This is an optimization exercise on Yosys and OpenROAD, whose aim is small area, a short achievable clock period and few clock cycles, not a production implementation.
In this exercise RTL edits were held to simulation tests only and were not proved equivalent to the original.
Power is estimated from default activity; no workload was simulated.

==> flow/design.v <==
module cv_unit (
    input  wire        clk,
    input  wire        rst,           
    input  wire        engine_held,   
    input  wire        req_valid,
    output wire        req_ready,
    input  wire        req_write,
    input  wire [11:0] req_addr,      
    input  wire [1:0]  req_size,      
    input  wire [63:0] req_wdata,     
    output reg         rsp_valid,
    output wire [63:0] rsp_rdata,
    output reg         host_event
);
    reg  [1:0]  poly;
    reg         use_seed;
    reg  [63:0] seed;
    reg  [63:0] state;              
    reg  [63:0] count;
    reg         p_k1, p_k2, p_k4;   
    reg  [31:0] p_data;             
    reg         p_restart;
    reg         p_hold;             
    reg  [6:0]  r_sel;
    reg         r_held;
    assign req_ready = 1'b1;
    wire       d_event, d_read, d_restart, d_config, d_seed_lo, d_seed_hi;
    wire       d_k1, d_k2, d_k4, d_hold;
    wire [31:0] d_data;
    wire [6:0] d_sel;
    cv_unit_dec_event u_dec_event (
        .rst(rst), .engine_held(engine_held), .req_valid(req_valid),
        .req_write(req_write), .req_addr(req_addr), .req_size(req_size),
        .cfg_bad(req_wdata[2]), .poly(poly),
        .event_o(d_event)
    );
    cv_unit_dec_config u_dec_config (
        .rst(rst), .engine_held(engine_held), .req_valid(req_valid),
        .req_write(req_write), .req_addr(req_addr), .req_size(req_size),
        .cfg_bad(req_wdata[2]), .poly(poly),
        .restart_o(d_restart), .config_o(d_config)
    );
    cv_unit_dec_seed u_dec_seed (
        .rst(rst), .engine_held(engine_held), .req_valid(req_valid),
        .req_write(req_write), .req_addr(req_addr), .req_size(req_size),
        .cfg_bad(req_wdata[2]), .poly(poly),
        .seed_lo_o(d_seed_lo), .seed_hi_o(d_seed_hi)
    );
    cv_unit_dec_feed u_dec_feed (
        .rst(rst), .engine_held(engine_held), .req_valid(req_valid),
        .req_write(req_write), .req_addr(req_addr), .req_size(req_size),
        .cfg_bad(req_wdata[2]), .poly(poly),
        .k1_o(d_k1), .k2_o(d_k2), .k4_o(d_k4), .hold_o(d_hold)
    );
    cv_unit_dec_read u_dec_read (
        .rst(rst), .engine_held(engine_held), .req_valid(req_valid),
        .req_write(req_write), .req_addr(req_addr), .req_size(req_size),
        .cfg_bad(req_wdata[2]), .poly(poly),
        .read_o(d_read), .sel_o(d_sel)
    );
    cv_unit_align u_align (
        .req_addr(req_addr[1:0]), .req_size(req_size), .req_wdata(req_wdata[31:0]), .data_o(d_data)
    );
    wire [63:0] state_next, count_next;
    cv_unit_crc u_crc (
        .state(state), .poly(poly), .use_seed(use_seed), .seed(seed),
        .k1(p_k1), .k2(p_k2), .k4(p_k4), .data(p_data),
        .restart(p_restart), .hold(p_hold), .state_next(state_next)
    );
    assign count_next = {64{!p_restart}} & (count + {61'h0, p_k4, p_k2, p_k1});
    cv_unit_rdata u_rdata (
        .sel(r_sel), .state(state), .count(count), .seed(seed),
        .poly(poly), .use_seed(use_seed), .held(r_held), .rdata(rsp_rdata)
    );
    always @(posedge clk) begin
        state     <= state_next;
        count     <= count_next;
        p_data    <= d_data;
        r_sel     <= d_sel;
        r_held    <= engine_held;
    end
    always @(posedge clk) begin
        if (rst) begin
            poly       <= 2'd1;
            use_seed   <= 1'b0;
            seed       <= 64'h0;
            p_k1       <= 1'b0;
            p_k2       <= 1'b0;
            p_k4       <= 1'b0;
            p_restart  <= 1'b1;
            p_hold     <= 1'b0;
            rsp_valid  <= 1'b0;
            host_event <= 1'b0;
        end else begin
            host_event <= d_event;
            rsp_valid  <= d_read;
            p_k1       <= d_k1;
            p_k2       <= d_k2;
            p_k4       <= d_k4;
            p_restart  <= d_restart;
            p_hold     <= d_hold;
            if (d_config) begin
                poly     <= req_wdata[1:0];
                use_seed <= req_wdata[8];
            end
            if (d_seed_lo) seed[31:0]  <= req_wdata[31:0];
            if (d_seed_hi) seed[63:32] <= req_wdata[63:32];
        end
    end
endmodule
module cv_unit_dec_event (
    input  wire        rst,
    input  wire        engine_held,
    input  wire        req_valid,
    input  wire        req_write,
    input  wire [11:0] req_addr,
    input  wire [1:0]  req_size,
    input  wire        cfg_bad,       
    input  wire [1:0]  poly,
    output wire        event_o    
);
    localparam [8:0] R_FEED = 9'h020;
    wire [2:0] lane = req_addr[2:0];
    wire [1:0] size = req_size;
    wire low_win    = (req_addr[11:6] == 6'd0);
    wire at_config  = low_win && (req_addr[5:3] == 3'd0);
    wire at_seed    = low_win && (req_addr[5:3] == 3'd1);
    wire at_result  = low_win && (req_addr[5:3] == 3'd2);
    wire at_count   = low_win && (req_addr[5:3] == 3'd3);
    wire at_status  = low_win && (req_addr[5:3] == 3'd4);
    wire at_restart = low_win && (req_addr[5:3] == 3'd5);
    wire at_feed    = (req_addr[11:3] == R_FEED) && !lane[2];
    wire ok48 = size[1] && (lane[1:0] == 2'b00) && !(size[0] && lane[2]);
    wire ok124 = (size == 2'd0) || (size == 2'd1 && !lane[0]) || (size == 2'd2 && lane[1:0] == 2'b00);
    wire size_ok = (req_write && at_feed) ? ok124 : ok48;
    wire wr_feed    = req_write && at_feed && ok124;
    wire wr_config  = req_write && ok48 && at_config && !lane[2];
    wire wr_restart = req_write && ok48 && at_restart;
    wire held_drop  = engine_held && (wr_feed || wr_config || wr_restart);
    wire accept = req_valid && !rst;
    wire feed   = accept && wr_feed && !engine_held;
    assign event_o   = accept && (!size_ok || held_drop || (wr_config && cfg_bad));
endmodule
module cv_unit_dec_config (
    input  wire        rst,
    input  wire        engine_held,
    input  wire        req_valid,
    input  wire        req_write,
    input  wire [11:0] req_addr,
    input  wire [1:0]  req_size,
    input  wire        cfg_bad,       
    input  wire [1:0]  poly,
    output wire        restart_o,     
    output wire        config_o    
);
    localparam [8:0] R_FEED = 9'h020;
    wire [2:0] lane = req_addr[2:0];
    wire [1:0] size = req_size;
    wire low_win    = (req_addr[11:6] == 6'd0);
    wire at_config  = low_win && (req_addr[5:3] == 3'd0);
    wire at_seed    = low_win && (req_addr[5:3] == 3'd1);
    wire at_result  = low_win && (req_addr[5:3] == 3'd2);
    wire at_count   = low_win && (req_addr[5:3] == 3'd3);
    wire at_status  = low_win && (req_addr[5:3] == 3'd4);
    wire at_restart = low_win && (req_addr[5:3] == 3'd5);
    wire at_feed    = (req_addr[11:3] == R_FEED) && !lane[2];
    wire ok48 = size[1] && (lane[1:0] == 2'b00) && !(size[0] && lane[2]);
    wire ok124 = (size == 2'd0) || (size == 2'd1 && !lane[0]) || (size == 2'd2 && lane[1:0] == 2'b00);
    wire size_ok = (req_write && at_feed) ? ok124 : ok48;
    wire wr_feed    = req_write && at_feed && ok124;
    wire wr_config  = req_write && ok48 && at_config && !lane[2];
    wire wr_restart = req_write && ok48 && at_restart;
    wire held_drop  = engine_held && (wr_feed || wr_config || wr_restart);
    wire accept = req_valid && !rst;
    wire feed   = accept && wr_feed && !engine_held;
    assign restart_o = accept && !engine_held && ((wr_config && !cfg_bad) || wr_restart);
    assign config_o  = accept && !engine_held && wr_config && !cfg_bad;
endmodule
module cv_unit_dec_seed (
    input  wire        rst,
    input  wire        engine_held,
    input  wire        req_valid,
    input  wire        req_write,
    input  wire [11:0] req_addr,
    input  wire [1:0]  req_size,
    input  wire        cfg_bad,       
    input  wire [1:0]  poly,
    output wire        seed_lo_o,     
    output wire        seed_hi_o    
);
    localparam [8:0] R_FEED = 9'h020;
    wire [2:0] lane = req_addr[2:0];
    wire [1:0] size = req_size;
    wire low_win    = (req_addr[11:6] == 6'd0);
    wire at_config  = low_win && (req_addr[5:3] == 3'd0);
    wire at_seed    = low_win && (req_addr[5:3] == 3'd1);
    wire at_result  = low_win && (req_addr[5:3] == 3'd2);
    wire at_count   = low_win && (req_addr[5:3] == 3'd3);
    wire at_status  = low_win && (req_addr[5:3] == 3'd4);
    wire at_restart = low_win && (req_addr[5:3] == 3'd5);
    wire at_feed    = (req_addr[11:3] == R_FEED) && !lane[2];
    wire ok48 = size[1] && (lane[1:0] == 2'b00) && !(size[0] && lane[2]);
    wire ok124 = (size == 2'd0) || (size == 2'd1 && !lane[0]) || (size == 2'd2 && lane[1:0] == 2'b00);
    wire size_ok = (req_write && at_feed) ? ok124 : ok48;
    wire wr_feed    = req_write && at_feed && ok124;
    wire wr_config  = req_write && ok48 && at_config && !lane[2];
    wire wr_restart = req_write && ok48 && at_restart;
    wire held_drop  = engine_held && (wr_feed || wr_config || wr_restart);
    wire accept = req_valid && !rst;
    wire feed   = accept && wr_feed && !engine_held;
    assign seed_lo_o = accept && req_write && ok48 && at_seed && !lane[2];
    assign seed_hi_o = accept && req_write && ok48 && at_seed && (size[0] || lane[2]);
endmodule
module cv_unit_dec_feed (
    input  wire        rst,
    input  wire        engine_held,
    input  wire        req_valid,
    input  wire        req_write,
    input  wire [11:0] req_addr,
    input  wire [1:0]  req_size,
    input  wire        cfg_bad,       
    input  wire [1:0]  poly,
    output wire        k1_o, k2_o, k4_o,    
    output wire        hold_o    
);
    localparam [8:0] R_FEED = 9'h020;
    wire [2:0] lane = req_addr[2:0];
    wire [1:0] size = req_size;
    wire low_win    = (req_addr[11:6] == 6'd0);
    wire at_config  = low_win && (req_addr[5:3] == 3'd0);
    wire at_seed    = low_win && (req_addr[5:3] == 3'd1);
    wire at_result  = low_win && (req_addr[5:3] == 3'd2);
    wire at_count   = low_win && (req_addr[5:3] == 3'd3);
    wire at_status  = low_win && (req_addr[5:3] == 3'd4);
    wire at_restart = low_win && (req_addr[5:3] == 3'd5);
    wire at_feed    = (req_addr[11:3] == R_FEED) && !lane[2];
    wire ok48 = size[1] && (lane[1:0] == 2'b00) && !(size[0] && lane[2]);
    wire ok124 = (size == 2'd0) || (size == 2'd1 && !lane[0]) || (size == 2'd2 && lane[1:0] == 2'b00);
    wire size_ok = (req_write && at_feed) ? ok124 : ok48;
    wire wr_feed    = req_write && at_feed && ok124;
    wire wr_config  = req_write && ok48 && at_config && !lane[2];
    wire wr_restart = req_write && ok48 && at_restart;
    wire held_drop  = engine_held && (wr_feed || wr_config || wr_restart);
    wire accept = req_valid && !rst;
    wire feed   = accept && wr_feed && !engine_held;
    assign k1_o = feed && (size == 2'd0);
    assign k2_o = feed && (size == 2'd1);
    assign k4_o = feed && size[1];
    assign hold_o = !feed && !(accept && !engine_held && ((wr_config && !cfg_bad) || wr_restart));
endmodule
module cv_unit_dec_read (
    input  wire        rst,
    input  wire        engine_held,
    input  wire        req_valid,
    input  wire        req_write,
    input  wire [11:0] req_addr,
    input  wire [1:0]  req_size,
    input  wire        cfg_bad,       
    input  wire [1:0]  poly,
    output wire        read_o,        
    output wire [6:0]  sel_o    
);
    localparam [8:0] R_FEED = 9'h020;
    wire [2:0] lane = req_addr[2:0];
    wire [1:0] size = req_size;
    wire low_win    = (req_addr[11:6] == 6'd0);
    wire at_config  = low_win && (req_addr[5:3] == 3'd0);
    wire at_seed    = low_win && (req_addr[5:3] == 3'd1);
    wire at_result  = low_win && (req_addr[5:3] == 3'd2);
    wire at_count   = low_win && (req_addr[5:3] == 3'd3);
    wire at_status  = low_win && (req_addr[5:3] == 3'd4);
    wire at_restart = low_win && (req_addr[5:3] == 3'd5);
    wire at_feed    = (req_addr[11:3] == R_FEED) && !lane[2];
    wire ok48 = size[1] && (lane[1:0] == 2'b00) && !(size[0] && lane[2]);
    wire ok124 = (size == 2'd0) || (size == 2'd1 && !lane[0]) || (size == 2'd2 && lane[1:0] == 2'b00);
    wire size_ok = (req_write && at_feed) ? ok124 : ok48;
    wire wr_feed    = req_write && at_feed && ok124;
    wire wr_config  = req_write && ok48 && at_config && !lane[2];
    wire wr_restart = req_write && ok48 && at_restart;
    wire held_drop  = engine_held && (wr_feed || wr_config || wr_restart);
    wire accept = req_valid && !rst;
    wire feed   = accept && wr_feed && !engine_held;
    assign read_o    = accept && !req_write;
    assign sel_o = {ok48 && at_status,
                    ok48 && at_count,
                    ok48 && at_result && (poly == 2'd3),
                    ok48 && at_result && (poly == 2'd2),
                    ok48 && at_result && !poly[1],
                    ok48 && at_seed,
                    ok48 && at_config};
endmodule
module cv_unit_align (
    input  wire [1:0]  req_addr,
    input  wire [1:0]  req_size,
    input  wire [31:0] req_wdata,
    output reg  [31:0] data_o
);
    always @(*) begin
        case (req_size)
            2'd0:    data_o = {24'h0, req_wdata[8*req_addr +: 8]};
            2'd1:    data_o = req_addr[1] ? {16'h0, req_wdata[23:16], req_wdata[31:24]}
                                          : {16'h0, req_wdata[7:0],   req_wdata[15:8]};
            default: data_o = {req_wdata[7:0], req_wdata[15:8], req_wdata[23:16], req_wdata[31:24]};
        endcase
    end
endmodule
module cv_unit_crc (
    input  wire [63:0] state,
    input  wire [1:0]  poly,
    input  wire        use_seed,
    input  wire [63:0] seed,
    input  wire        k1, k2, k4,    
    input  wire [31:0] data,          
    input  wire        restart,
    input  wire        hold,          
    output wire [63:0] state_next
);
    wire [31:0] y;
    assign y[31:16] = {16{k4}} & (state[63:48] ^ data[31:16]);
    assign y[15:8]  = {8{k4}} & (state[47:40] ^ data[15:8]) |
                      {8{k2}} & (state[63:56] ^ data[15:8]);
    assign y[7:0]   = {8{k4}} & (state[39:32] ^ data[7:0]) |
                      {8{k2}} & (state[55:48] ^ data[7:0]) |
                      {8{k1}} & (state[63:56] ^ data[7:0]);
    wire [63:0] shifted = {64{hold}} & state |
                          {64{k4}} & {state[31:0], 32'h0} |
                          {64{k2}} & {state[47:0], 16'h0} |
                          {64{k1}} & {state[55:0], 8'h0};
    wire [63:32] m0;
    wire [63:32] m1;
    wire [63:0]  m2;
    wire [63:48] m3;
    wire x32 = y[4] ^ y[24];
    wire x33 = y[8] ^ y[15];
    wire x34 = y[9] ^ y[16];
    wire x35 = y[17] ^ y[30];
    wire x36 = y[7] ^ y[11];
    wire x37 = y[1] ^ y[5];
    wire x38 = y[2] ^ y[18];
    wire x39 = y[22] ^ y[28];
    wire x40 = y[23] ^ y[29];
    wire x41 = y[12] ^ y[26];
    wire x42 = y[20] ^ y[31];
    wire x43 = y[3] ^ y[19];
    wire x44 = y[0] ^ y[13];
    wire x45 = y[10] ^ y[14];
    wire x46 = y[21] ^ y[27];
    wire x47 = y[6] ^ y[25];
    wire x48 = x32 ^ x33;
    wire x49 = x34 ^ x37;
    wire x50 = y[6] ^ x38;
    wire x51 = y[14] ^ x36;
    wire x52 = y[18] ^ x35;
    wire x53 = y[25] ^ x40;
    wire x54 = y[28] ^ x41;
    wire x55 = y[13] ^ y[24];
    wire x56 = y[5] ^ x44;
    wire x57 = y[10] ^ x36;
    wire x58 = y[21] ^ x43;
    wire x59 = y[9] ^ y[20];
    wire x60 = y[15] ^ y[17];
    wire x61 = y[26] ^ y[27];
    wire x62 = y[0] ^ x39;
    wire x63 = y[29] ^ x45;
    wire x64 = y[1] ^ y[19];
    wire x65 = y[7] ^ x35;
    wire x66 = y[8] ^ x42;
    wire x67 = y[5] ^ y[22];
    wire x68 = y[12] ^ y[27];
    wire x69 = y[15] ^ y[30];
    wire x70 = y[23] ^ x45;
    wire x71 = y[31] ^ x33;
    wire x72 = y[2] ^ y[6];
    wire x73 = y[11] ^ y[19];
    wire x74 = y[3] ^ x38;
    wire x75 = y[21] ^ x39;
    wire x76 = y[25] ^ x34;
    wire x77 = y[4] ^ x43;
    wire x78 = y[12] ^ x46;
    wire x79 = y[16] ^ x32;
    wire x80 = x34 ^ x40;
    wire x81 = x37 ^ x47;
    wire x82 = y[2] ^ y[14];
    wire x83 = y[5] ^ y[30];
    wire x84 = y[7] ^ y[10];
    wire x85 = y[13] ^ y[18];
    wire x86 = y[15] ^ y[31];
    wire x87 = y[24] ^ y[26];
    wire x88 = y[23] ^ x46;
    wire x89 = x44 ^ x49;
    wire x90 = y[0] ^ y[22];
    wire x91 = y[3] ^ y[11];
    wire x92 = y[4] ^ y[17];
    wire x93 = y[4] ^ y[20];
    wire x94 = y[21] ^ y[28];
    wire x95 = y[25] ^ y[29];
    wire x96 = y[28] ^ y[31];
    wire x97 = y[17] ^ x41;
    wire x98 = x32 ^ x39;
    wire x99 = y[1] ^ y[6];
    wire x100 = y[4] ^ y[23];
    wire x101 = y[8] ^ y[27];
    wire x102 = y[10] ^ y[16];
    wire x103 = y[11] ^ y[14];
    wire x104 = y[12] ^ y[22];
    wire x105 = y[16] ^ y[31];
    wire x106 = y[1] ^ x35;
    wire x107 = y[6] ^ x42;
    wire x108 = y[7] ^ x40;
    wire x109 = y[20] ^ x33;
    wire x110 = y[29] ^ x43;
    wire x111 = x32 ^ x47;
    wire x112 = x42 ^ x44;
    wire x113 = y[0] ^ y[16];
    wire x114 = y[3] ^ y[18];
    wire x115 = y[7] ^ y[19];
    wire x116 = y[12] ^ y[17];
    wire x117 = y[13] ^ y[23];
    wire x118 = y[15] ^ y[25];
    wire x119 = y[18] ^ y[27];
    wire x120 = y[20] ^ y[21];
    wire x121 = y[1] ^ x46;
    wire x122 = y[9] ^ x38;
    wire x123 = y[10] ^ x59;
    wire x124 = y[11] ^ x55;
    wire x125 = y[24] ^ x45;
    wire x126 = y[30] ^ x61;
    wire x127 = x36 ^ x68;
    wire x128 = x37 ^ x44;
    wire x129 = x51 ^ x53;
    wire x130 = y[0] ^ y[19];
    wire x131 = y[0] ^ y[28];
    wire x132 = y[2] ^ y[7];
    wire x133 = y[2] ^ y[17];
    wire x134 = y[2] ^ y[30];
    wire x135 = y[3] ^ y[13];
    wire x136 = y[3] ^ y[29];
    wire x137 = y[6] ^ y[30];
    wire x138 = y[7] ^ y[23];
    wire x139 = y[8] ^ y[31];
    wire x140 = y[10] ^ y[20];
    wire x141 = y[12] ^ y[13];
    wire x142 = y[13] ^ y[28];
    wire x143 = y[14] ^ y[19];
    wire x144 = y[16] ^ y[22];
    wire x145 = y[16] ^ y[24];
    wire x146 = y[22] ^ y[27];
    wire x147 = y[25] ^ y[30];
    wire x148 = y[26] ^ y[31];
    wire x149 = y[17] ^ x38;
    wire x150 = y[19] ^ x39;
    wire x151 = y[21] ^ x42;
    wire x152 = y[25] ^ x46;
    wire x153 = x32 ^ x67;
    wire x154 = x34 ^ x64;
    wire x155 = x35 ^ x41;
    wire x156 = x37 ^ x41;
    wire x157 = x40 ^ x43;
    wire x158 = x45 ^ x46;
    wire x159 = x42 ^ x50;
    wire x160 = x48 ^ x56;
    wire x161 = x48 ^ x58;
    wire x162 = x55 ^ x63;
    wire x163 = y[0] ^ x37;
    wire x164 = y[1] ^ x38;
    wire x165 = y[1] ^ x61;
    wire x166 = y[2] ^ x35;
    wire x167 = y[2] ^ x59;
    wire x168 = y[4] ^ x40;
    wire x169 = y[5] ^ x45;
    wire x170 = y[6] ^ x45;
    wire x171 = y[8] ^ x35;
    wire x172 = y[8] ^ x94;
    wire x173 = y[13] ^ x42;
    wire x174 = y[14] ^ x41;
    wire x175 = y[14] ^ x104;
    wire x176 = y[18] ^ x43;
    wire x177 = y[18] ^ x47;
    wire x178 = y[19] ^ x47;
    wire x179 = y[20] ^ x39;
    wire x180 = y[20] ^ x67;
    wire x181 = y[21] ^ x41;
    wire x182 = y[21] ^ x64;
    wire x183 = y[22] ^ x60;
    wire x184 = y[23] ^ x84;
    wire x185 = y[25] ^ x38;
    wire x186 = y[26] ^ x36;
    wire x187 = y[26] ^ x42;
    wire x188 = y[26] ^ x44;
    wire x189 = y[26] ^ x73;
    wire x190 = y[27] ^ x73;
    wire x191 = y[29] ^ x90;
    wire x192 = y[31] ^ x67;
    wire x193 = x33 ^ x42;
    wire x194 = x33 ^ x47;
    wire x195 = x34 ^ x36;
    wire x196 = x34 ^ x60;
    wire x197 = x34 ^ x69;
    wire x198 = x39 ^ x60;
    wire x199 = x39 ^ x68;
    wire x200 = x39 ^ x102;
    wire x201 = x40 ^ x59;
    wire x202 = x40 ^ x93;
    wire x203 = x41 ^ x146;
    wire x204 = x60 ^ x61;
    wire x205 = x82 ^ x101;
    wire x206 = x86 ^ x90;
    wire x207 = y[24] ^ x53;
    wire x208 = x49 ^ x77;
    wire x209 = x52 ^ x78;
    wire x210 = x54 ^ x80;
    wire x211 = x54 ^ x88;
    wire x212 = x58 ^ x65;
    wire x213 = x71 ^ x100;
    wire x214 = y[3] ^ x51;
    wire x215 = y[3] ^ x63;
    wire x216 = y[5] ^ x98;
    wire x217 = y[6] ^ x127;
    wire x218 = y[11] ^ x123;
    wire x219 = y[12] ^ x52;
    wire x220 = y[13] ^ x63;
    wire x221 = y[16] ^ x57;
    wire x222 = y[18] ^ x48;
    wire x223 = y[24] ^ x51;
    wire x224 = y[31] ^ x62;
    wire x225 = x33 ^ x52;
    wire x226 = x33 ^ x58;
    wire x227 = x35 ^ x75;
    wire x228 = x35 ^ x128;
    wire x229 = x37 ^ x50;
    wire x230 = x37 ^ x52;
    wire x231 = x40 ^ x65;
    wire x232 = x41 ^ x62;
    wire x233 = x43 ^ x52;
    wire x234 = x44 ^ x71;
    wire x235 = x48 ^ x95;
    wire x236 = x48 ^ x120;
    wire x237 = x50 ^ x64;
    wire x238 = x50 ^ x92;
    wire x239 = x53 ^ x77;
    wire x240 = x53 ^ x79;
    wire x241 = x54 ^ x70;
    wire x242 = x56 ^ x65;
    wire x243 = x56 ^ x66;
    wire x244 = x56 ^ x88;
    wire x245 = x57 ^ x62;
    wire x246 = x57 ^ x74;
    wire x247 = x62 ^ x74;
    wire x248 = x67 ^ x178;
    wire x249 = x69 ^ x186;
    wire x250 = x70 ^ x107;
    wire x251 = x71 ^ x87;
    wire x252 = x72 ^ x198;
    wire x253 = x74 ^ x81;
    wire x254 = x76 ^ x85;
    wire x255 = x78 ^ x106;
    wire x256 = x79 ^ x110;
    wire x257 = x80 ^ x82;
    wire x258 = x85 ^ x97;
    wire x259 = x98 ^ x157;
    wire x260 = x115 ^ x172;
    wire x261 = y[20] ^ x89;
    wire x262 = y[24] ^ x89;
    wire x263 = y[31] ^ x129;
    wire x264 = x40 ^ x89;
    wire x265 = x75 ^ x160;
    wire x266 = x75 ^ x162;
    wire x267 = x76 ^ x243;
    wire x268 = x110 ^ x159;
    assign m0[32] = (x242 ^ ((x61 ^ (y[16] ^ x38)) ^ x213));
    assign m0[33] = ((((y[0] ^ y[15]) ^ x43) ^ x122) ^ (x155 ^ x81));
    assign m0[34] = ((x84 ^ x112) ^ (x77 ^ (x165 ^ x50)));
    assign m0[35] = (x161 ^ (x156 ^ (x42 ^ (x147 ^ x36))));
    assign m0[36] = ((x59 ^ (y[14] ^ x137)) ^ x265);
    assign m0[37] = ((x125 ^ x206) ^ (x81 ^ ((y[21] ^ y[9]) ^ x108)));
    assign m0[38] = (x224 ^ (x70 ^ (x99 ^ x127)));
    assign m0[39] = (((y[1] ^ x55) ^ x126) ^ x263);
    assign m0[40] = (x213 ^ (x58 ^ ((x103 ^ x131) ^ x185)));
    assign m0[41] = (x208 ^ (x191 ^ (x41 ^ x109)));
    assign m0[42] = (x228 ^ (x88 ^ ((x32 ^ x72) ^ x123)));
    assign m0[43] = (x253 ^ (x75 ^ ((x139 ^ x36) ^ x125)));
    assign m0[44] = (x259 ^ (x51 ^ (x137 ^ ((y[31] ^ y[9]) ^ x101))));
    assign m0[45] = (((x32 ^ x61) ^ x108) ^ (x167 ^ x169));
    assign m0[46] = ((x169 ^ x181) ^ (x91 ^ (x105 ^ x72)));
    assign m0[47] = (x217 ^ (x79 ^ (x135 ^ x183)));
    assign m0[48] = ((x87 ^ (y[8] ^ x64)) ^ (x179 ^ (x108 ^ x170)));
    assign m0[49] = (x223 ^ (x151 ^ x210));
    assign m0[50] = ((x133 ^ x148) ^ x266);
    assign m0[51] = (((y[14] ^ x119) ^ x53) ^ (x91 ^ (x144 ^ x69)));
    assign m0[52] = (((x130 ^ x35) ^ x54) ^ x213);
    assign m0[53] = (((y[29] ^ x119) ^ x66) ^ x262);
    assign m0[54] = (((x47 ^ x94) ^ x125) ^ (x154 ^ x166));
    assign m0[55] = (x246 ^ (x187 ^ (x95 ^ x183)));
    assign m0[56] = (((x147 ^ x82) ^ (y[27] ^ x145)) ^ (x54 ^ x71));
    assign m0[57] = ((x204 ^ x76) ^ (x96 ^ (x136 ^ x44)));
    assign m0[58] = ((x52 ^ x63) ^ (x79 ^ (x131 ^ x165)));
    assign m0[59] = (((x37 ^ x38) ^ (x86 ^ x95)) ^ ((y[28] ^ x35) ^ x190));
    assign m0[60] = (((y[30] ^ x113) ^ x54) ^ x268);
    assign m0[61] = (x256 ^ (x65 ^ (x121 ^ x173)));
    assign m0[62] = (x222 ^ (x97 ^ (x46 ^ x180)));
    assign m0[63] = (x244 ^ (x177 ^ (y[9] ^ x150)));
    assign m1[32] = (((x41 ^ x106) ^ x257) ^ (x75 ^ (x124 ^ x194)));
    assign m1[33] = (((x53 ^ x65) ^ x234) ^ (x74 ^ ((y[9] ^ x45) ^ x203)));
    assign m1[34] = ((x149 ^ x63) ^ (x76 ^ ((y[22] ^ x68) ^ x124)));
    assign m1[35] = (x241 ^ ((x118 ^ x124) ^ x233));
    assign m1[36] = (x235 ^ (x174 ^ ((x119 ^ x73) ^ x112)));
    assign m1[37] = ((x54 ^ ((x143 ^ x69) ^ x152)) ^ x261);
    assign m1[38] = (x252 ^ ((x121 ^ x63) ^ (x87 ^ x112)));
    assign m1[39] = (x247 ^ (((x145 ^ x69) ^ x121) ^ x129));
    assign m1[40] = ((x175 ^ ((x47 ^ x60) ^ x157)) ^ x262);
    assign m1[41] = ((x93 ^ x164) ^ ((x188 ^ x194) ^ (x65 ^ x70)));
    assign m1[42] = ((x209 ^ x216) ^ (y[9] ^ x129));
    assign m1[43] = (((y[10] ^ y[3]) ^ x128) ^ x238);
    assign m1[44] = ((x51 ^ x77) ^ x229);
    assign m1[45] = (x231 ^ ((x66 ^ x81) ^ (y[26] ^ x62)));
    assign m1[46] = ((y[7] ^ x111) ^ ((x176 ^ x196) ^ (x62 ^ x78)));
    assign m1[47] = ((x193 ^ x74) ^ (x84 ^ (x141 ^ x83)));
    assign m1[48] = (x211 ^ ((x112 ^ x57) ^ (x47 ^ (y[4] ^ x134))));
    assign m1[49] = (x244 ^ (((y[19] ^ x118) ^ x166) ^ (x51 ^ x79)));
    assign m1[50] = (x50 ^ ((x143 ^ x83) ^ x202));
    assign m1[51] = ((((y[24] ^ y[7]) ^ x83) ^ x107) ^ x226);
    assign m1[52] = (x212 ^ (((y[1] ^ x72) ^ x109) ^ x210));
    assign m1[53] = (x211 ^ ((y[18] ^ x118) ^ ((x55 ^ x59) ^ (x64 ^ x84))));
    assign m1[54] = (x255 ^ (x70 ^ (((y[15] ^ y[4]) ^ x91) ^ x173)));
    assign m1[55] = (((x105 ^ x38) ^ (y[12] ^ x103)) ^ x265);
    assign m1[56] = ((x232 ^ x239) ^ (x71 ^ (y[2] ^ x106)));
    assign m1[57] = (x89 ^ ((x126 ^ x168) ^ (x66 ^ x74)));
    assign m1[58] = (x208 ^ (x171 ^ ((x72 ^ x96) ^ x158)));
    assign m1[59] = ((x159 ^ x216) ^ (x57 ^ (x136 ^ x196)));
    assign m1[60] = ((x229 ^ x251) ^ (x75 ^ x221));
    assign m1[61] = (((x96 ^ x99) ^ x126) ^ (x195 ^ x48));
    assign m1[62] = (x208 ^ (x184 ^ ((y[22] ^ x33) ^ x126)));
    assign m1[63] = (x218 ^ (((y[24] ^ x69) ^ x110) ^ (x203 ^ x81)));
    assign m2[0] = (x260 ^ (x188 ^ ((x34 ^ x82) ^ x111)));
    assign m2[1] = (x256 ^ (((x140 ^ x46) ^ x128) ^ x252));
    assign m2[2] = ((x227 ^ x253) ^ (x51 ^ (y[16] ^ x202)));
    assign m2[3] = ((x161 ^ x231) ^ (x50 ^ (x41 ^ x192)));
    assign m2[4] = (x247 ^ (x88 ^ ((y[14] ^ x83) ^ x187)));
    assign m2[5] = ((x99 ^ (x46 ^ x86)) ^ x259);
    assign m2[6] = (((x132 ^ x83) ^ x179) ^ x240);
    assign m2[7] = (x257 ^ ((x96 ^ x77) ^ x242));
    assign m2[8] = (x230 ^ ((x107 ^ x48) ^ x215));
    assign m2[9] = (x251 ^ (x56 ^ (x103 ^ (y[30] ^ (y[18] ^ y[28])))));
    assign m2[10] = ((x44 ^ ((y[29] ^ y[31]) ^ x132)) ^ (x54 ^ (x121 ^ x48)));
    assign m2[11] = (((x39 ^ x95) ^ (y[30] ^ x135)) ^ (x205 ^ x49));
    assign m2[12] = ((x102 ^ x207) ^ (x212 ^ x234));
    assign m2[13] = (x237 ^ ((x36 ^ x112) ^ x227));
    assign m2[14] = ((x175 ^ x58) ^ (x66 ^ (x108 ^ x164)));
    assign m2[15] = (((x134 ^ x59) ^ (y[22] ^ x117)) ^ x161);
    assign m2[16] = ((y[3] ^ x151) ^ (x76 ^ (x153 ^ x70)));
    assign m2[17] = ((x195 ^ x56) ^ (x70 ^ ((x133 ^ x33) ^ x150)));
    assign m2[18] = ((x109 ^ x125) ^ (x80 ^ ((x91 ^ x99) ^ (y[18] ^ x116))));
    assign m2[19] = (x225 ^ (x54 ^ ((y[0] ^ y[11]) ^ x170)));
    assign m2[20] = ((x127 ^ x154) ^ (x86 ^ (y[29] ^ x85)));
    assign m2[21] = ((y[0] ^ x111) ^ (x65 ^ (x123 ^ x181)));
    assign m2[22] = (x224 ^ (((x32 ^ x45) ^ x190) ^ (x49 ^ x50)));
    assign m2[23] = ((((x45 ^ x91) ^ x97) ^ x236) ^ x264);
    assign m2[24] = (x245 ^ (((y[19] ^ y[27]) ^ x156) ^ x225));
    assign m2[25] = (x237 ^ ((x66 ^ x80) ^ (x68 ^ (y[11] ^ x142))));
    assign m2[26] = (x212 ^ (((y[12] ^ y[28]) ^ x167) ^ x162));
    assign m2[27] = (((x87 ^ x197) ^ x245) ^ x268);
    assign m2[28] = ((x239 ^ x255) ^ (x66 ^ x221));
    assign m2[29] = (x248 ^ (((x113 ^ x42) ^ x51) ^ x219));
    assign m2[30] = (x258 ^ (x182 ^ ((x138 ^ x33) ^ x107)));
    assign m2[31] = (x62 ^ ((x61 ^ x93) ^ x177));
    assign m2[32] = ((x111 ^ x205) ^ x264);
    assign m2[33] = (x228 ^ ((y[4] ^ x102) ^ x226));
    assign m2[34] = (x159 ^ (x49 ^ (x92 ^ (y[22] ^ x103))));
    assign m2[35] = (x241 ^ (((y[17] ^ x114) ^ x76) ^ x160));
    assign m2[36] = ((x204 ^ x49) ^ (x63 ^ ((x73 ^ x85) ^ x111)));
    assign m2[37] = (x218 ^ (x160 ^ x209));
    assign m2[38] = (((x139 ^ x32) ^ (x38 ^ x90)) ^ (x156 ^ x57));
    assign m2[39] = (x214 ^ ((x163 ^ x79) ^ x211));
    assign m2[40] = ((x60 ^ (x115 ^ x46)) ^ (x49 ^ (x174 ^ x191)));
    assign m2[41] = ((x109 ^ x200) ^ (x50 ^ ((y[27] ^ x117) ^ x106)));
    assign m2[42] = (x223 ^ ((x58 ^ x80) ^ (x96 ^ x149)));
    assign m2[43] = (x235 ^ ((x104 ^ x140) ^ x233));
    assign m2[44] = (x254 ^ (x189 ^ ((x100 ^ x83) ^ x151)));
    assign m2[45] = ((x199 ^ (x92 ^ (y[2] ^ x84))) ^ x267);
    assign m2[46] = (x240 ^ ((x163 ^ x57) ^ (x43 ^ x149)));
    assign m2[47] = (x261 ^ (x219 ^ (x94 ^ x214)));
    assign m2[48] = ((x220 ^ x238) ^ (x71 ^ (x104 ^ x182)));
    assign m2[49] = ((x43 ^ (x117 ^ x38)) ^ (x51 ^ (x180 ^ x197)));
    assign m2[50] = (x250 ^ ((y[16] ^ x116) ^ x161));
    assign m2[51] = (x254 ^ (x153 ^ (x60 ^ (x120 ^ x36))));
    assign m2[52] = ((x184 ^ x56) ^ (x98 ^ (x116 ^ x122)));
    assign m2[53] = (x246 ^ (x49 ^ (((y[0] ^ y[26]) ^ x94) ^ x168)));
    assign m2[54] = ((x155 ^ ((x36 ^ x39) ^ x152)) ^ (x215 ^ x89));
    assign m2[55] = ((x207 ^ x209) ^ (x57 ^ (x154 ^ x206)));
    assign m2[56] = ((x200 ^ x66) ^ (((y[23] ^ x64) ^ x124) ^ (x155 ^ x185)));
    assign m2[57] = (x217 ^ (((y[28] ^ x113) ^ x66) ^ (x92 ^ (x114 ^ x40))));
    assign m2[58] = (x260 ^ ((x32 ^ ((y[29] ^ y[9]) ^ x141)) ^ x230));
    assign m2[59] = ((x220 ^ x248) ^ (x66 ^ (y[30] ^ x122)));
    assign m2[60] = (x250 ^ ((y[9] ^ x58) ^ x249));
    assign m2[61] = (((x144 ^ x42) ^ x48) ^ (x57 ^ x78));
    assign m2[62] = ((x72 ^ (y[23] ^ x130)) ^ (x97 ^ (x153 ^ x51)));
    assign m2[63] = (((x114 ^ x138) ^ (x55 ^ x68)) ^ (x109 ^ x81));
    assign m3[48] = ((x93 ^ (x101 ^ x73)) ^ x232);
    assign m3[49] = (x78 ^ ((x142 ^ x37) ^ x201));
    assign m3[50] = ((y[30] ^ x72) ^ x266);
    assign m3[51] = (((y[22] ^ y[3]) ^ x69) ^ x263);
    assign m3[52] = (x48 ^ (x41 ^ ((y[23] ^ y[30]) ^ x105)));
    assign m3[53] = ((x98 ^ (x73 ^ x97)) ^ x267);
    assign m3[54] = (x258 ^ (x81 ^ (x158 ^ x201)));
    assign m3[55] = (x249 ^ ((x158 ^ x50) ^ (x55 ^ x150)));
    assign m3[56] = (x129 ^ (x199 ^ ((y[16] ^ x43) ^ x193)));
    assign m3[57] = (x236 ^ ((y[13] ^ x35) ^ x210));
    assign m3[58] = (x162 ^ ((x46 ^ x192) ^ (x52 ^ x76)));
    assign m3[59] = ((x86 ^ (x39 ^ x47)) ^ (x70 ^ (x189 ^ x52)));
    assign m3[60] = (x222 ^ (x62 ^ (x105 ^ x108)));
    assign m3[61] = (x207 ^ (x49 ^ (y[19] ^ x171)));
    assign m3[62] = (((y[10] ^ x35) ^ x122) ^ (x87 ^ (x42 ^ x47)));
    assign m3[63] = ((x148 ^ x152) ^ (x176 ^ x57));
    wire [63:0] m = {64{poly == 2'd0}} & {m0, 32'h0} |
                    {64{poly == 2'd1}} & {m1, 32'h0} |
                    {64{poly == 2'd2}} & m2 |
                    {64{poly == 2'd3}} & {m3, 48'h0};
    reg [63:0] restart_state;
    always @(*) begin
        case (poly)
            2'd0, 2'd1: restart_state = use_seed ? {~seed[7:0], ~seed[15:8], ~seed[23:16], ~seed[31:24], 32'h0}
                                                 : {32'hFFFF_FFFF, 32'h0};
            2'd2:       restart_state = use_seed ? seed : 64'h0;
            default:    restart_state = use_seed ? {seed[15:0], 48'h0} : {16'hFFFF, 48'h0};
        endcase
    end
    assign state_next = shifted ^ ({64{restart}} & restart_state) ^ m;
endmodule
module cv_unit_rdata (
    input  wire [6:0]  sel,
    input  wire [63:0] state,
    input  wire [63:0] count,
    input  wire [63:0] seed,
    input  wire [1:0]  poly,
    input  wire        use_seed,
    input  wire        held,
    output wire [63:0] rdata
);
    assign rdata = {64{sel[0]}} & {55'h0, use_seed, 6'h0, poly} |
                   {64{sel[1]}} & seed |
                   {64{sel[2]}} & {32'h0, ~state[39:32], ~state[47:40], ~state[55:48], ~state[63:56]} |
                   {64{sel[3]}} & state |
                   {64{sel[4]}} & {48'h0, state[63:48]} |
                   {64{sel[5]}} & count |
                   {64{sel[6]}} & {62'h0, held, 1'b0};
endmodule
==> flow/flow/run.sh <==
#!/bin/bash
set -euo pipefail
bash standard.sh SETUP_SLACK_MARGIN=6.5 finish > flow_make.log 2>&1
==> flow/standard.sh <==
#!/bin/bash
# synth_recipe.tcl (not shown) runs the flow's synth.tcl, then flattens the netlist and writes it again
# the make line also repeats each setting of config.mk as NAME=value (left out here)
make -C /OpenROAD-flow-scripts/flow DESIGN_CONFIG=/design/flow/config.mk WORK_HOME=/design/flow/orfs CLKGATE_MAP_FILE= SYNTH_SCRIPT=/design/flow/synth_recipe.tcl "${@:-finish}"
==> flow/config.mk <==
export PLATFORM = sky130hd
export DESIGN_NAME = cv_unit
export DESIGN_NICKNAME = cv_unit
export VERILOG_FILES = /design/flow/design.v
export SDC_FILE = /design/flow/constraint.sdc
export NUM_CORES = 4
export LEC_CHECK = 0
export CAP_MARGIN = 20
export CORE_MARGIN = 2
export CORE_UTILIZATION = 40
export SLEW_MARGIN = 20
export SYNTH_HIERARCHICAL = 1
==> flow/constraint.sdc <==
create_clock -name core_clock -period 10.0 [get_ports {clk}]
set_input_delay 2.0000 -clock core_clock [delete_from_list [all_inputs] [get_ports {clk}]]
set_output_delay 2.0000 -clock core_clock [all_outputs]
set_load 0.01 [all_outputs]
==> impl_metrics.yaml, run 1 <==
run_status:
  outcome: "timing/DRC/antenna clean"
timing:
  finalCriticalPeriod_ns: 4.04
  worstMarginPinSlew_ns: 1.16
  rsz0062_at_grt: "true"
  slew_headroom: 0.217
  slew_viol_final: 0
  setup_viol: 0
  fmax_mhz: 248
  final_hold_viol_count: 0
  clock_skew_ns: 0.0523
  finalSetupTns_ns: 0
  period_share: 0.404
detailed_routing:
  wl_met3_mm: 14.4
  vias: 22300
  drc_errors: 0
  ant_nets: 0
  wl_per_cell_um: 35.6
  dr.max_layer_used: "met5"
  firstDrtPassIters: 9
  drtIter0Drc: 3654
  met2_length_mm: 51.9
  wirelength_mm: 125
  vias_per_cell: 6.34
  drt-met1-wl_mm: 47.1
setup_path:
  required_ns: 8.00
  path_cells: "buf_12 -> a222oi_1 -> o211ai_1 -> buf_2"
  crit_slowest_cell: "a222oi_1"
  worstPathMaxFanout: 14
  critPathMaxStageDelay_ns: 0.46
  worstPathArrival_ns: 2.04
  criticalPathCategory: "flip-flop to output pin"
  crit_family: "compound AO/OA/AOI/OAI gates"
  endpoint_kind: "output pin"
  cp_num_buf_inv: 2
  start_kind: "flip-flop"
cts:
  cts_tree: "done"
  clk-insertion-delay-late_ns: 0.62
  clockBufferDepth: 3
  cts_sinks: 242
  cts_made_buffers: 29
  path_clk_slew_ns: 0.06
  root_buffer: "clkbuf_16"
  cts.htree.levels: 1
final_layout:
  area_growth_pct: 29.0
  seq_area_um2: 4940
  most-common-layout-cells: "xnor2_1 (522), xor2_1 (242), dfxtp_1 (205)"
  stdcell_count: 3515
  layout-drive-gt1-share: 0.223
  final_common_cell: "xnor2_1"
  nFillCells: 5187
  layout.nets: 2826
  multiInputGateArea_um2: 18500
grt:
  antenna_found_initial: 3
  first_global_vias: 21000
  grt.overflow.total: 0
  grt_max_degree: 80
  grt_usage: 0.406
  grt_pass1_wl_mm: 169
floorplan:
  die_w_um: 242
  boundaryPins: 150
  die_h_um: 242
  start_util: 0.403
  die-area_um2: 58700
  fp.coreArea_um2: 56300
  num_rows: 87
synth:
  synth_area_um2: 22700
  synth_top_area_share: 0.221
  syn_inst: 2498
  yosys-top-cells-area: "xnor2_1 (22%), dfxtp_1 (21%), xor2_1 (11%), xnor3_1 (8.4%), mux2i_1 (3.4%)"
  synth_area_leader_cell: "xnor2_1"
  synth_nets: 2585
  synth-edff-count: 0
  synth_cell_types: 94
  ys_ff_latch: 242
  yosys_warnings: 9
  synth_ff_type: "dfxtp_1"
  synth-seq-area-share: 0.213
  syn-mean-instance-area_um2: 9.09
  synth_async_sr_flop_share: 0
power:
  power_leakage_nw: 10.9
  vdd_drop_max_mv: 0.104
  power_density_nw_per_um2: 89.1
placed_design:
  globalplace.congestion: 1.04
  dp_hpwl_mm: 90.0
  port_buffers: 148
  dp.cells: 3325
flow_run:
  cap_violations: 0
worst_hold_path:
  hold_class: "flip-flop to flip-flop"
==> path summary, 6_finish.rpt <==
kind | start | end | slack [ns] | cells after the start
min | count[58]$_DFF_P_ | count[58]$_DFF_P_ | 0.51 | 2
min reg2reg | count[58]$_DFF_P_ | count[58]$_DFF_P_ | 0.51 | 2
max reg2reg | state[59]$_DFF_P_ | state[11]$_DFF_P_ | 6.46 | 9
max | r_sel[1]$_DFF_P_ | rsp_rdata[12] | 5.96 | 4
==> worst min-delay path, cell delays in order (launching register included) <==
cell	delay [ns]
dfxtp_1	0.33
o31ai_1	0.07
a21oi_1	0.06
==> logic make-up (layout without fill, tap and decap cells) <==
kind of cell,Yosys count,after routing,synth area share
AO/OA/AOI/OAI,452,452,0.151
XOR/XNOR,963,963,0.433
adder cells (fa/ha/maj),4,4,0.00254
buffers and inverters,213,473,0.0418
flip-flops,242,242,0.213
multiplexers,80,80,0.0359
other,1,2,0.000165
AND/OR/NAND/NOR,543,543,0.122
==> Yosys stat by module, one instance, submodules excluded, a selection <==
| module | cell area [um2] | flip-flops and latches | cells |
|---|---|---|---|
| cv_unit | 7680 | 242 | 693 |
| cv_unit_align | 508 | 0 | 69 |
| cv_unit_crc | 12700 | 0 | 1465 |
| cv_unit_dec_config | 65.1 | 0 | 10 |
| cv_unit_dec_feed | 134 | 0 | 18 |
| cv_unit_dec_read | 155 | 0 | 20 |
| cv_unit_dec_seed | 70.1 | 0 | 8 |
==> metal layers <==
layer	GRT usage	up-vias
met5	0.00327	-
met4	0.291	4
met3	0.104	500
met2	0.603	1655
met1	0.512	10900
li1	-	9250
==> report_power, final <==
| group | switching [mW] | leakage, nW | total, mW | internal (mW) |
|---|---|---|---|---|
| Clock | 0.486 | 0.467 | 1.12 | 0.632 |
| Sequential | 0.110 | 1.99 | 1.11 | 0.998 |
| Combinational | 0.208 | 8.49 | 0.381 | 0.172 |
| Total | 0.804 | 10.9 | 2.61 | 1.80 |
==> stage by stage <==
stage | utilization | area [um2] | power, mW | setup slack (ns) | hold WS (ns)
global placement | 0.446 | 25100 | 1.45 | 4.87 | 0.484
CTS | 0.502 | 28300 | 2.57 | 5.99 | 0.516
floorplan | - | 22700 | 1.27 | 6.68 | 0.457
global route | 0.520 | 29300 | 2.65 | 5.95 | 0.543
detailed placement | 0.447 | 25200 | 1.45 | 5.13 | 0.507
finish | 0.520 | 29300 | 2.61 | 5.96 | 0.507
==> cell usage after synthesis (21+ instances only) <==
cell and number:
nand2_1 163, xor2_1 284, a21oi_1 103, o21ai_0 21
buf_2 40, mux2i_1 78, a222oi_1 72, inv_1 48
xnor3_1 85, nand4_1 21, and2_1 21, dfxtp_1 242
clkbuf_1 92, a22oi_1 44, a221oi_1 42, nor2_1 158
a22o_1 43, nand3_1 24, xnor2_1 574, o211ai_1 46
==> layout make-up <==
type | instances | share of cell area
multi-input combinational | 2043 | 0.631
timing repair inverter | 1 | 0.000256
inverter | 48 | 0.00628
clock inverter | 10 | 0.00470
timing repair buffer | 374 | 0.129
clock buffer | 40 | 0.0282
antenna | 1 | 0.0000855
sequential | 242 | 0.169
tap | 756 | 0.0323
==> registers in the layout, indices dropped and copies added (netlist names), 2 cells and up <==
| name | count |
|---|---|
| state | 64 |
| poly | 2 |
| seed | 64 |
| r_sel | 7 |
| p_data | 32 |
| count | 64 |
==> what timing repair did <==
item,CTS,global route
resized for setup,449,155
pin swaps,80,80
hold buffers,0,0
endpoints found under the setup margin,214,170
setup buffers,74,43
hold endpoints to repair,0,0
cloned,15,7
Testbench counts, summed over its fixed seeds: cycles 13,195.
==> run 2: changes to the inputs <==
--- a/flow/design.v
+++ b/flow/design.v
@@ -10,5 +10,5 @@
     input  wire [63:0] req_wdata,     
     output reg         rsp_valid,
-    output wire [63:0] rsp_rdata,
+    output reg  [63:0] rsp_rdata,
     output reg         host_event
 );
@@ -22,7 +22,8 @@
     reg         p_restart;
     reg         p_hold;             
+    reg         rd_wait;
     reg  [6:0]  r_sel;
     reg         r_held;
-    assign req_ready = 1'b1;
+    assign req_ready = !rd_wait;
     wire       d_event, d_read, d_restart, d_config, d_seed_lo, d_seed_hi;
     wire       d_k1, d_k2, d_k4, d_hold;
@@ -32,5 +33,5 @@
         .rst(rst), .engine_held(engine_held), .req_valid(req_valid),
         .req_write(req_write), .req_addr(req_addr), .req_size(req_size),
-        .cfg_bad(req_wdata[2]), .poly(poly),
+        .busy(rd_wait), .cfg_bad(req_wdata[2]), .poly(poly),
         .event_o(d_event)
     );
@@ -38,5 +39,5 @@
         .rst(rst), .engine_held(engine_held), .req_valid(req_valid),
         .req_write(req_write), .req_addr(req_addr), .req_size(req_size),
-        .cfg_bad(req_wdata[2]), .poly(poly),
+        .busy(rd_wait), .cfg_bad(req_wdata[2]), .poly(poly),
         .restart_o(d_restart), .config_o(d_config)
     );
@@ -44,5 +45,5 @@
         .rst(rst), .engine_held(engine_held), .req_valid(req_valid),
         .req_write(req_write), .req_addr(req_addr), .req_size(req_size),
-        .cfg_bad(req_wdata[2]), .poly(poly),
+        .busy(rd_wait), .cfg_bad(req_wdata[2]), .poly(poly),
         .seed_lo_o(d_seed_lo), .seed_hi_o(d_seed_hi)
     );
@@ -50,5 +51,5 @@
         .rst(rst), .engine_held(engine_held), .req_valid(req_valid),
         .req_write(req_write), .req_addr(req_addr), .req_size(req_size),
-        .cfg_bad(req_wdata[2]), .poly(poly),
+        .busy(rd_wait), .cfg_bad(req_wdata[2]), .poly(poly),
         .k1_o(d_k1), .k2_o(d_k2), .k4_o(d_k4), .hold_o(d_hold)
     );
@@ -56,5 +57,5 @@
         .rst(rst), .engine_held(engine_held), .req_valid(req_valid),
         .req_write(req_write), .req_addr(req_addr), .req_size(req_size),
-        .cfg_bad(req_wdata[2]), .poly(poly),
+        .busy(rd_wait), .cfg_bad(req_wdata[2]), .poly(poly),
         .read_o(d_read), .sel_o(d_sel)
     );
@@ -69,7 +70,8 @@
     );
     assign count_next = {64{!p_restart}} & (count + {61'h0, p_k4, p_k2, p_k1});
+    wire [63:0] rdata;
     cv_unit_rdata u_rdata (
-        .sel(r_sel), .state(state), .count(count), .seed(seed),
-        .poly(poly), .use_seed(use_seed), .held(r_held), .rdata(rsp_rdata)
+        .sel(rd_wait ? r_sel : d_sel), .state(state), .count(count), .seed(seed),
+        .poly(poly), .use_seed(use_seed), .held(rd_wait ? r_held : engine_held), .rdata(rdata)
     );
     always @(posedge clk) begin
@@ -79,4 +81,5 @@
         r_sel     <= d_sel;
         r_held    <= engine_held;
+        rsp_rdata <= rdata;
     end
     always @(posedge clk) begin
@@ -91,8 +94,10 @@
             p_hold     <= 1'b0;
             rsp_valid  <= 1'b0;
+            rd_wait    <= 1'b0;
             host_event <= 1'b0;
         end else begin
             host_event <= d_event;
-            rsp_valid  <= d_read;
+            rsp_valid  <= (d_read && p_hold) || rd_wait;
+            rd_wait    <= d_read && !p_hold;
             p_k1       <= d_k1;
             p_k2       <= d_k2;
@@ -113,4 +118,5 @@
     input  wire        engine_held,
     input  wire        req_valid,
+    input  wire        busy,          
     input  wire        req_write,
     input  wire [11:0] req_addr,
@@ -138,5 +144,5 @@
     wire wr_restart = req_write && ok48 && at_restart;
     wire held_drop  = engine_held && (wr_feed || wr_config || wr_restart);
-    wire accept = req_valid && !rst;
+    wire accept = req_valid && !rst && !busy;
     wire feed   = accept && wr_feed && !engine_held;
     assign event_o   = accept && (!size_ok || held_drop || (wr_config && cfg_bad));
@@ -146,4 +152,5 @@
     input  wire        engine_held,
     input  wire        req_valid,
+    input  wire        busy,          
     input  wire        req_write,
     input  wire [11:0] req_addr,
@@ -172,5 +179,5 @@
     wire wr_restart = req_write && ok48 && at_restart;
     wire held_drop  = engine_held && (wr_feed || wr_config || wr_restart);
-    wire accept = req_valid && !rst;
+    wire accept = req_valid && !rst && !busy;
     wire feed   = accept && wr_feed && !engine_held;
     assign restart_o = accept && !engine_held && ((wr_config && !cfg_bad) || wr_restart);
@@ -181,4 +188,5 @@
     input  wire        engine_held,
     input  wire        req_valid,
+    input  wire        busy,          
     input  wire        req_write,
     input  wire [11:0] req_addr,
@@ -207,5 +215,5 @@
     wire wr_restart = req_write && ok48 && at_restart;
     wire held_drop  = engine_held && (wr_feed || wr_config || wr_restart);
-    wire accept = req_valid && !rst;
+    wire accept = req_valid && !rst && !busy;
     wire feed   = accept && wr_feed && !engine_held;
     assign seed_lo_o = accept && req_write && ok48 && at_seed && !lane[2];
@@ -216,4 +224,5 @@
     input  wire        engine_held,
     input  wire        req_valid,
+    input  wire        busy,          
     input  wire        req_write,
     input  wire [11:0] req_addr,
@@ -242,5 +251,5 @@
     wire wr_restart = req_write && ok48 && at_restart;
     wire held_drop  = engine_held && (wr_feed || wr_config || wr_restart);
-    wire accept = req_valid && !rst;
+    wire accept = req_valid && !rst && !busy;
     wire feed   = accept && wr_feed && !engine_held;
     assign k1_o = feed && (size == 2'd0);
@@ -253,4 +262,5 @@
     input  wire        engine_held,
     input  wire        req_valid,
+    input  wire        busy,          
     input  wire        req_write,
     input  wire [11:0] req_addr,
@@ -279,5 +289,5 @@
     wire wr_restart = req_write && ok48 && at_restart;
     wire held_drop  = engine_held && (wr_feed || wr_config || wr_restart);
-    wire accept = req_valid && !rst;
+    wire accept = req_valid && !rst && !busy;
     wire feed   = accept && wr_feed && !engine_held;
     assign read_o    = accept && !req_write;
==> impl_metrics.yaml, run 2 <==
setup_path:
  endpoint_kind: "flip-flop"
  worstPathArrival_ns: 3.99
  cp_num_buf_inv: 1
  worstPathMaxFanout: 8
  crit_family: "XOR/XNOR gates"
  required_ns: 10.41
  start_kind: "flip-flop"
  crit_slowest_cell: "xnor3_2"
  path_cells: "xor2_2 -> nand2_1 -> buf_4 -> xnor3_2 -> xnor2_4 -> xnor2_1 -> xnor3_1 -> xnor2_1 -> nand2_1 -> xor2_1"
  critPathMaxStageDelay_ns: 0.66
  criticalPathCategory: "flip-flop to flip-flop"
timing:
  slew_headroom: 0.197
  final_hold_viol_count: 0
  finalSetupTns_ns: 0
  period_share: 0.358
  slew_viol_final: 0
  rsz0062_at_grt: "true"
  whs_ns: 0.513
  fin_ws_ns: 6.42
  clock_skew_ns: 0.0356
  setup_viol: 0
  worstMarginPinSlew_ns: 1.20
  finalCriticalPeriod_ns: 3.58
  fmax_mhz: 279
detailed_routing:
  wirelength_mm: 126
  vias: 23200
  ant_nets: 0
  firstDrtPassIters: 10
  drc_errors: 0
  drtIter0Drc: 4136
  vias_per_cell: 6.47
  wl_per_cell_um: 35.2
power:
  clkPwrFrac: 0.443
  power.switching_mw: 0.893
  swShare: 0.286
  p_seq_frac: 0.444
  p_int_mw: 2.23
  power_leakage_nw: 11.1
  combPwrFrac: 0.114
  power_density_nw_per_um2: 103
  vdd_drop_max_mv: 0.103
final_layout:
  layout-drive-gt1-share: 0.176
  stdcell_count: 3591
  area_growth_pct: 26.3
  most-common-layout-cells: "xnor2_1 (538), dfxtp_1 (272), xor2_1 (237)"
  nFillCells: 5508
  layout.nets: 2877
  final_common_cell: "xnor2_1"
cts:
  cts_tree: "done"
  clk-insertion-delay-late_ns: 0.55
  clockBufferDepth: 3
  cts_made_buffers: 36
  cts.htree.levels: 2
  root_buffer: "clkbuf_16"
  path_clk_slew_ns: 0.06
  cts_sinks: 307
placed_design:
  globalplace.congestion: 1.05
  dp.cells: 3415
  dpl_worst_slack_ns: 5.05
  port_buffers: 149
  dp_hpwl_mm: 88.2
synth:
  synth_area_leader_cell: "dfxtp_1"
  synth_cell_types: 83
  synth-seq-area-share: 0.255
  ys_ff_latch: 307
  synth_top_area_share: 0.255
  synth-edff-count: 0
  yosysMostFrequentCell: "xnor2_1"
  synth_ff_type: "dfxtp_1"
  syn-mean-instance-area_um2: 9.33
  yosys-top-cells-area: "dfxtp_1 (26%), xnor2_1 (21%), xor2_1 (10%), xnor3_1 (8.0%), mux2i_1 (3.2%)"
  yosys_warnings: 9
  ys_top_cells_by_count: "xnor2_1 (578), dfxtp_1 (307), xor2_1 (276)"
  synth_area_um2: 24100
  syn_inst: 2580
  synth_nets: 2667
  synth_async_sr_flop_share: 0
grt:
  antenna_found_initial: 1
  grt_max_degree: 81
  grt_busiest_layer: "met2"
  grt_pass1_wl_mm: 172
  met1_usage: 0.542
  grt.overflow.total: 0
  use_met2: 0.547
  grtUsageMet3: 0.127
  grt_usage: 0.390
  first_global_vias: 21500
floorplan:
  die_h_um: 249
  die-area_um2: 62200
  start_util: 0.406
  num_rows: 89
  fp.coreArea_um2: 59200
  die_w_um: 249
  boundaryPins: 150
flow_run:
  cap_violations: 0
worst_hold_path:
  hold_class: "flip-flop to flip-flop"
run_status:
  outcome: "timing/DRC/antenna clean"
[run 2: cell types whose count changed after synthesis, moves of 4 or more]
cell      delta
dfxtp_1     +65
nor4_1      +10
xor2_1       -8
and4_1       +7
clkbuf_1     +7
mux2_2       +7
a21oi_1      +6
or4_1        +6
buf_2        +4
xnor2_1      +4
[run 2: cells by family after synthesis]
family / after synthesis / synth area share
xor+xnor: 959 / 0.407
flops: 307 / 0.255
mux: 87 / 0.0371
buf+inv: 222 / 0.0402
simple gates: 537 / 0.112
compound gates: 464 / 0.146
fa+ha+maj: 4 / 0.00239
[run 2: per-module statistics from Yosys, one instance, submodules excluded, excerpt]
module	copies in the design	cells inside	flops+latches	area [um2]
cv_unit_crc	1	1465	0	12700
cv_unit_dec_config	1	11	0	70.1
cv_unit_dec_event	1	20	0	121
cv_unit	1	778	307	9120
cv_unit_dec_feed	1	18	0	111
cv_unit_rdata	1	191	0	1260
[run 2: layout make-up]
| cell class | count | area, um2 | share of cell area |
|---|---|---|---|
| Inverter | 50 | 193 | 0.00634 |
| Antenna cell | 2 | 5.00 | 0.000165 |
| Sequential cell | 307 | 6220 | 0.205 |
| Multi-Input combinational cell | 2071 | 18500 | 0.610 |
| Clock inverter | 15 | 158 | 0.00518 |
| Clock buffer | 49 | 1060 | 0.0349 |
| Timing Repair Buffer | 324 | 3260 | 0.107 |
| Tap cell | 773 | 967 | 0.0318 |
[run 2: timing repair]
item                                    4_1_cts  5_1_grt
cloned                                       23        1
hold buffers                                  0        0
setup buffers                                55       31
endpoints found under the setup margin      216      123
pin swaps                                    23       19
gates resized for setup                     232       82
[run 2: worst paths after layout]
path,slack (ns),to,cells past startpoint,start
hold reg to reg,0.51,count[47]$_DFF_P_,2,count[47]$_DFF_P_
hold / removal,0.51,count[47]$_DFF_P_,2,count[47]$_DFF_P_
setup reg to reg,6.42,state[23]$_DFF_P_,10,state[52]$_DFF_P_
setup / recovery,6.42,state[23]$_DFF_P_,10,state[52]$_DFF_P_
[run 2: per-stage QoR]
| step | cell area, um2 | utilization | power, mW |
|---|---|---|---|
| 2_1_floorplan | 24300 | - | 1.53 |
| 5_1_grt | 30400 | 0.513 | 3.18 |
| 3_3_place_gp | 26500 | 0.448 | 1.70 |
| 6_report | 30400 | 0.513 | 3.13 |
| 3_5_place_dp | 26600 | 0.448 | 1.71 |
| 4_1_cts | 29800 | 0.502 | 3.09 |
[run 2: power by group through the flow]
stage / sequential [mW] / clock [mW] / combinational, mW
2_1_floorplan: 1.32 / 0 / 0.217
5_1_grt: 1.38 / 1.44 / 0.373
3_5_place_dp: 1.39 / 0 / 0.320
3_3_place_gp: 1.39 / 0 / 0.314
4_1_cts: 1.37 / 1.38 / 0.338
6_report: 1.39 / 1.38 / 0.355
[run 2: tightest hold or removal path, cell delays in order (launching register included)]
cell and delay [ns]:
dfxtp_1 0.34, o31ai_1 0.07, a21oi_1 0.06
[run 2: metal layers]
layer  wire length (um)  vias up
met1              50300    11500
met5                  0        -
met2              50600     1876
li1                   -     9504
met3              18400      374
met4               6890        0
Testbench counts of run 2, summed over its fixed seeds: cycles 13,387.
==> run 3: changes to the inputs <==
==> flow/flow/run.sh (replaced) <==
#!/bin/bash
set -euo pipefail
bash standard.sh SETUP_SLACK_MARGIN=6.5 "BUFFER_PORTS_ARGS=-buffer_cell sky130_fd_sc_hd__buf_4" finish > flow_make.log 2>&1
==> impl_metrics.yaml, run 3 <==
timing:
  clock_skew_ns: 0.0494
  finalSetupTns_ns: 0
  whs_ns: 0.463
  finalCriticalPeriod_ns: 3.57
  final_hold_viol_count: 0
  slew_viol_final: 0
  slew_headroom: 0.165
  setup_viol: 0
  rsz0062_at_grt: "true"
  period_share: 0.357
  fmax_mhz: 280
  worstMarginPinSlew_ns: 1.25
flow_run:
  cap_violations: 0
setup_path:
  required_ns: 10.44
  criticalPathCategory: "flip-flop to flip-flop"
  start_kind: "flip-flop"
  endpoint_kind: "flip-flop"
  worstPathArrival_ns: 4.01
  reg2reg_depth: 10
  rr_endpoint: "state[37]$_DFF_P_"
  worstPathMaxFanout: 49
  rrSetupSlack_ns: 6.43
  reg2reg_from: "p_k4$_SDFF_PP0_"
synth:
  synth_top_area_share: 0.255
  synth_nets: 2667
  syn_inst: 2580
  synth_cell_types: 83
  yosysMostFrequentCell: "xnor2_1"
  synth_ff_type: "dfxtp_1"
  synth_area_leader_cell: "dfxtp_1"
  ys_top_cells_by_count: "xnor2_1 (578), dfxtp_1 (307), xor2_1 (276)"
  ys_ff_latch: 307
  yosys_warnings: 9
  synth_async_sr_flop_share: 0
  synth-seq-area-share: 0.255
  synth-edff-count: 0
  synth_area_um2: 24100
  syn-mean-instance-area_um2: 9.33
  yosys-top-cells-area: "dfxtp_1 (26%), xnor2_1 (21%), xor2_1 (10%), xnor3_1 (8.0%), mux2i_1 (3.2%)"
grt:
  antenna_found_initial: 4
  grt_usage: 0.378
  grt_max_degree: 81
  grt_pass1_wl_mm: 167
  first_global_vias: 21200
  grt.overflow.total: 0
cts:
  cts_made_buffers: 35
  cts_sinks: 307
  root_buffer: "clkbuf_16"
  cts.htree.levels: 2
  path_clk_slew_ns: 0.06
  clockBufferDepth: 3
  cts_tree: "done"
  clk-insertion-delay-late_ns: 0.57
detailed_routing:
  wirelength_mm: 122
  ant_nets: 0
  drc_errors: 0
  wl_per_cell_um: 34.5
  vias: 22600
  vias_per_cell: 6.37
  firstDrtPassIters: 9
  drtIter0Drc: 3797
final_layout:
  fin_area_um2: 29200
  area_growth_pct: 21.5
  layout-drive-gt1-share: 0.209
  n_antenna_cell: 0
  post-route-util: 0.494
  most-common-layout-cells: "xnor2_1 (538), buf_4 (279), dfxtp_1 (275)"
  layout.nets: 2840
  final_common_cell: "xnor2_1"
power:
  vdd_drop_max_mv: 0.106
  power_mw: 3.05
  power_leakage_nw: 10.8
  power_density_nw_per_um2: 104
worst_hold_path:
  holdPathStages: 1
  hold_class: "flip-flop to flip-flop"
  worstHoldStart: "p_hold$_SDFF_PP0_"
  holdPathEnd: "rd_wait$_SDFF_PP0_"
floorplan:
  die_h_um: 249
  num_rows: 89
  start_util: 0.406
  die-area_um2: 62200
  fp.coreArea_um2: 59200
  die_w_um: 249
  boundaryPins: 150
placed_design:
  globalplace.congestion: 1.06
  dp_hpwl_mm: 89.2
  port_buffers: 149
  placed_area_um2: 26200
run_status:
  outcome: "timing/DRC/antenna clean"
## run 3: cell counts after synthesis
No cell type changed its count.
## run 3: cells by family (layout without fill, tap and decap cells)
| logic type | Yosys count | in the layout | synth area share |
|---|---|---|---|
| simple gates | 537 | 539 | 0.112 |
| flops | 307 | 307 | 0.255 |
| compound gates | 464 | 464 | 0.146 |
| mux | 87 | 91 | 0.0371 |
| buf+inv | 222 | 410 | 0.0402 |
| xor+xnor | 959 | 959 | 0.407 |
| fa+ha+maj | 4 | 4 | 0.00239 |
## run 3: worst max-delay path, cell delays in order (launching register included)
cell and delay, ns:
dfxtp_4 0.44, buf_12 0.23, a22oi_2 0.24, buf_12 0.25
xnor3_2 0.58, xnor2_2 0.33, xnor3_1 0.48, xor2_1 0.27
nor2_1 0.09, a221oi_2 0.37, xnor2_1 0.16
## run 3: modules after synthesis (local to each module, per instance), excerpt
module	cells inside	area, um2
cv_unit_dec_read	20	156
cv_unit	778	9120
cv_unit_dec_feed	18	111
cv_unit_align	69	508
cv_unit_dec_config	11	70.1
cv_unit_dec_seed	8	72.6
## run 3: final cells by class
class	count	area, um2
tap	773	967
timing repair buffer	302	2460
multi-input combinational	2057	18300
clock inverter	15	213
inverter	50	190
fill	5629	30000
clock buffer	43	946
sequential	307	6210
## run 3: per-layer routing
metal	wire, um	global-route usage
met1	48600	0.519
met2	49000	0.528
met3	17600	0.130
met4	6900	0.173
met5	44	0.00154
## run 3: how the worst max path moves through the flow
stage,cells after the start,start,end
after floorplan,8,req_addr[6],rsp_rdata[11]$_DFF_P_
final,10,p_k4$_SDFF_PP0_,state[37]$_DFF_P_
after CTS,9,state[58]$_DFF_P_,state[43]$_DFF_P_
after detailed placement,6,req_size[1],rsp_rdata[14]$_DFF_P_
after global routing,10,state[53]$_DFF_P_,state[61]$_DFF_P_
after global placement,8,state[53]$_DFF_P_,state[51]$_DFF_P_
## run 3: what timing repair did
action                     in CTS  in global routing
pin swaps                      16                 15
setup buffers                  27                 37
gates cloned                    5                  3
setup endpoints to repair     209                143
gates resized for setup       160                 56
hold buffers                    0                  0
## run 3: power by group
part           switching (mW)  internal (mW)  leakage [nW]
registers               0.113           1.26          2.50
clock network           0.560          0.780         0.566
logic                   0.184          0.156          7.74
total                   0.857           2.20          10.8
## run 3: per-stage QoR
step | worst slack (ns) | cells
final | 6.43 | 3547
after global routing | 6.41 | 3547
after CTS | 6.48 | 3507
after detailed placement | 5.42 | 3417
after global placement | 5.25 | 3415
after floorplan | 6.50 | 2580

-- what the ideal ports hide --
The results above use ideal ports. As a check the final layouts listed here were re-extracted and re-timed, cells and wires unchanged. Step 1 assumes that a clkbuf_16 drives the clock port and a buf_2 every other input. Step 2 times the ports against the registers' clock, not the clock port: input delays grow and output delays shrink by t, the midpoint of the rising clock arrivals with the driver on. Three values: no drivers, after step 1, after step 2; two values: the first two.
run	shift t [ns]	setup WS [ns]	latest minus earliest clock arrival (ns)	worst register clock-pin slew, ns
run 1	0.655	5.964 / 5.904 / 5.939	0.052 / 0.053	0.08 / 0.08
run 2	0.589	6.416 / 6.416 / 5.923	0.035 / 0.035	0.08 / 0.08
run 3	0.604	6.428 / 6.428 / 5.981	0.050 / 0.050	0.08 / 0.08
After both steps setup and hold are still met in every run listed. For run 2, which loses most, drivers alone change the setup slack by 0.000 ns; drivers and shift together by -0.493 ns.
